From an optimization exercise on the open Yosys and OpenROAD flow, aimed at small area, a short achievable clock period and few clock cycles per item; shortcuts taken in it are not production practice. The RTL was checked by simulation tests, not by an equivalence proof against the original design. Power and IR drop assume default switching activity.

==> flow/design.v (excerpt) <==
module rule_engine (
    input  wire        clk,
    input  wire        rst,             
    input  wire        start,           
    input  wire [1:0]  fault_override,  
    input  wire [1:0]  fault_action,    
    output wire        ready,
    output wire        done,            
    output wire [1:0]  verdict,         
    output wire [7:0]  rule_code,
    output wire        fault,           
    output wire [5:0]  last_pc,         
    output wire [10:0] cycles,          
    output wire [5:0]  i_addr,
    input  wire [31:0] i_data,
    output wire [3:0]  k_addr,
    input  wire [63:0] k_data,
    output wire [5:0]  f_sel,
    input  wire [63:0] f_data,
    input  wire        f_absent
);
Size: ~1600 flip-flops, ~210 I/O pins, about 110000 um2 of cells after synthesis.
Settings: LEC_CHECK=0, CAP_MARGIN=20, CORE_MARGIN=2, CORE_UTILIZATION=32, GPL_ROUTABILITY_DRIVEN=1, PLACE_DENSITY=0.45, SETUP_SLACK_MARGIN=5, SLEW_MARGIN=20; clock period 16.0 ns.
standard.sh (not shown) runs the stock make flow with config.mk's settings and CLKGATE_MAP_FILE= SYNTH_SCRIPT=/design/flow/synth_recipe.tcl, a recipe that flattens the netlist after the stock synthesis.
==> flow/flow/run.sh <==
#!/bin/bash
set -euo pipefail
bash standard.sh SETUP_SLACK_MARGIN=10.5 TNS_END_PERCENT=10 finish > flow_make.log 2>&1
The first run passed the timing, DRC and antenna checks.
Testbench counts at the start, summed over its fixed seeds: cycles 22,958, rows 1,200.
Then changed:
--- a/flow/design.v
+++ b/flow/design.v
@@ -324,28 +324,27 @@
     wire [63:0] opB_n = fwdB ? wd : opB_o;
     wire        opBs_n = fwdB ? wd[63] : rdB[63];
     wire safeX  = safe_q;
     wire done_x = vX & endX;
     wire done_r = vR & endR & safeX;
     reg  ffast;                  
     wire fault_fast = vX & ffast;
     wire flt    = fault_pend | fault_fast;
-    reg  flt_q, dx_q;
-    assign done  = run & (flt_q | dx_q | done_r);     
+    assign done  = run & (flt | done_x | done_r);
     assign ready = !run | done;
     function [1:0] fault_verdict;
         input [1:0] ovr, act;
         fault_verdict = (ovr == 2'd1) ? 2'd2 : (ovr == 2'd2) ? 2'd1 : (ovr == 2'd3) ? 2'd0 :
                         (act == 2'd1) ? 2'd1 : (act == 2'd2) ? 2'd0 : 2'd2;
     endfunction
-    wire fromX = flt_q | dx_q;
-    assign verdict   = flt_q ? fverd : (dx_q ? verdX : verdR);
-    assign rule_code = flt_q ? 8'hFF : (dx_q ? codeX : codeR);
-    assign fault     = flt_q;
+    wire fromX = flt | done_x;
+    assign verdict   = flt ? fverd : (done_x ? verdX : verdR);
+    assign rule_code = flt ? 8'hFF : (done_x ? codeX : codeR);
+    assign fault     = flt;
     assign last_pc   = fromX ? pcX : pcR;
     assign cycles    = fromX ? cycX : cycX2;
     wire x_adv  = !vX | x_fin;
     wire advR   = vR & x_adv;
     wire adv0   = v0 & (!vR | advR);
     wire [5:0] nx_op = advR ? opR : opX;
     wire [3:0] nx_md = advR ? M0 : md_seq;
     wire vXn    = run & !rst & !done & !redirect & (advR | (vX & !x_fin));
@@ -374,19 +373,16 @@
         fpc   <= fa;
         dq    <= dnum;
         opA   <= opA_n;
         opB   <= opB_n;
         opBs  <= opBs_n;
         zA_q  <= !fwdA & (rdA == 64'd0);
         zB_q  <= zB_n;
         ffast <= advR & ((opR == OP_DIV) | (opR == OP_MDV)) & zB_n;
-        flt_q <= (!rst & run & !done & fault_now) |
-                 (vXn & advR & ((opR == OP_DIV) | (opR == OP_MDV)) & zB_n);
-        dx_q  <= vXn & (advR ? endR : endX);
         nzB_q <= !(wen & (xdX == selB)) & (rdB != 64'd0);
         if (wen) begin
             x[xdX]  <= wd;
             rv[xdX] <= 1'b1;
         end
         md  <= nx_md;
         ctl <= ctl_of(nx_op, nx_md);
         safe_q <= safe_n;
What happened: Core utilization increases by 0.43 points; count of clock-buffer cells in the layout falls by 17; register-to-register slack gains 0.097 ns; total power grows by 7.3%; combinational power came out higher by 57%; worst setup slack improves by 0.097 ns; design area rose by 3.1%; synthesized area rises by 2.1%; maximum frequency came out higher by 1.7%.
Testbench counts after the change, summed over its fixed seeds: cycles 22,958, rows 1,200.

## separate check: timing with driven ports
No port has a modelled driver above. Below, the same layouts with a new extraction and two added sets of constraints. Step 1 (the two cells are an assumption about what drives the block):
set clk [get_ports {clk}]
set_driving_cell -lib_cell sky130_fd_sc_hd__clkbuf_16 $clk
set_driving_cell -lib_cell sky130_fd_sc_hd__buf_2 [delete_from_list [all_inputs] $clk]
Step 2 times the ports against the registers' clock, not the clock port: input delays grow and output delays shrink by t, the midpoint of the rising clock arrivals with the driver on. Slacks: ideal ports / drivers / drivers and shift; pairs: ideal ports / drivers.
run	shift t [ns]	setup WS [ns]	worst data-port slew with drivers (ns)
the first run	0.993	10.035 / 10.035 / 9.531	0.09
the second run	0.968	10.132 / 10.132 / 9.484	0.12
After both steps setup and hold are still met in every run listed. For the second run, which loses most, drivers alone change the setup slack by 0.000 ns; drivers and shift together by -0.648 ns.
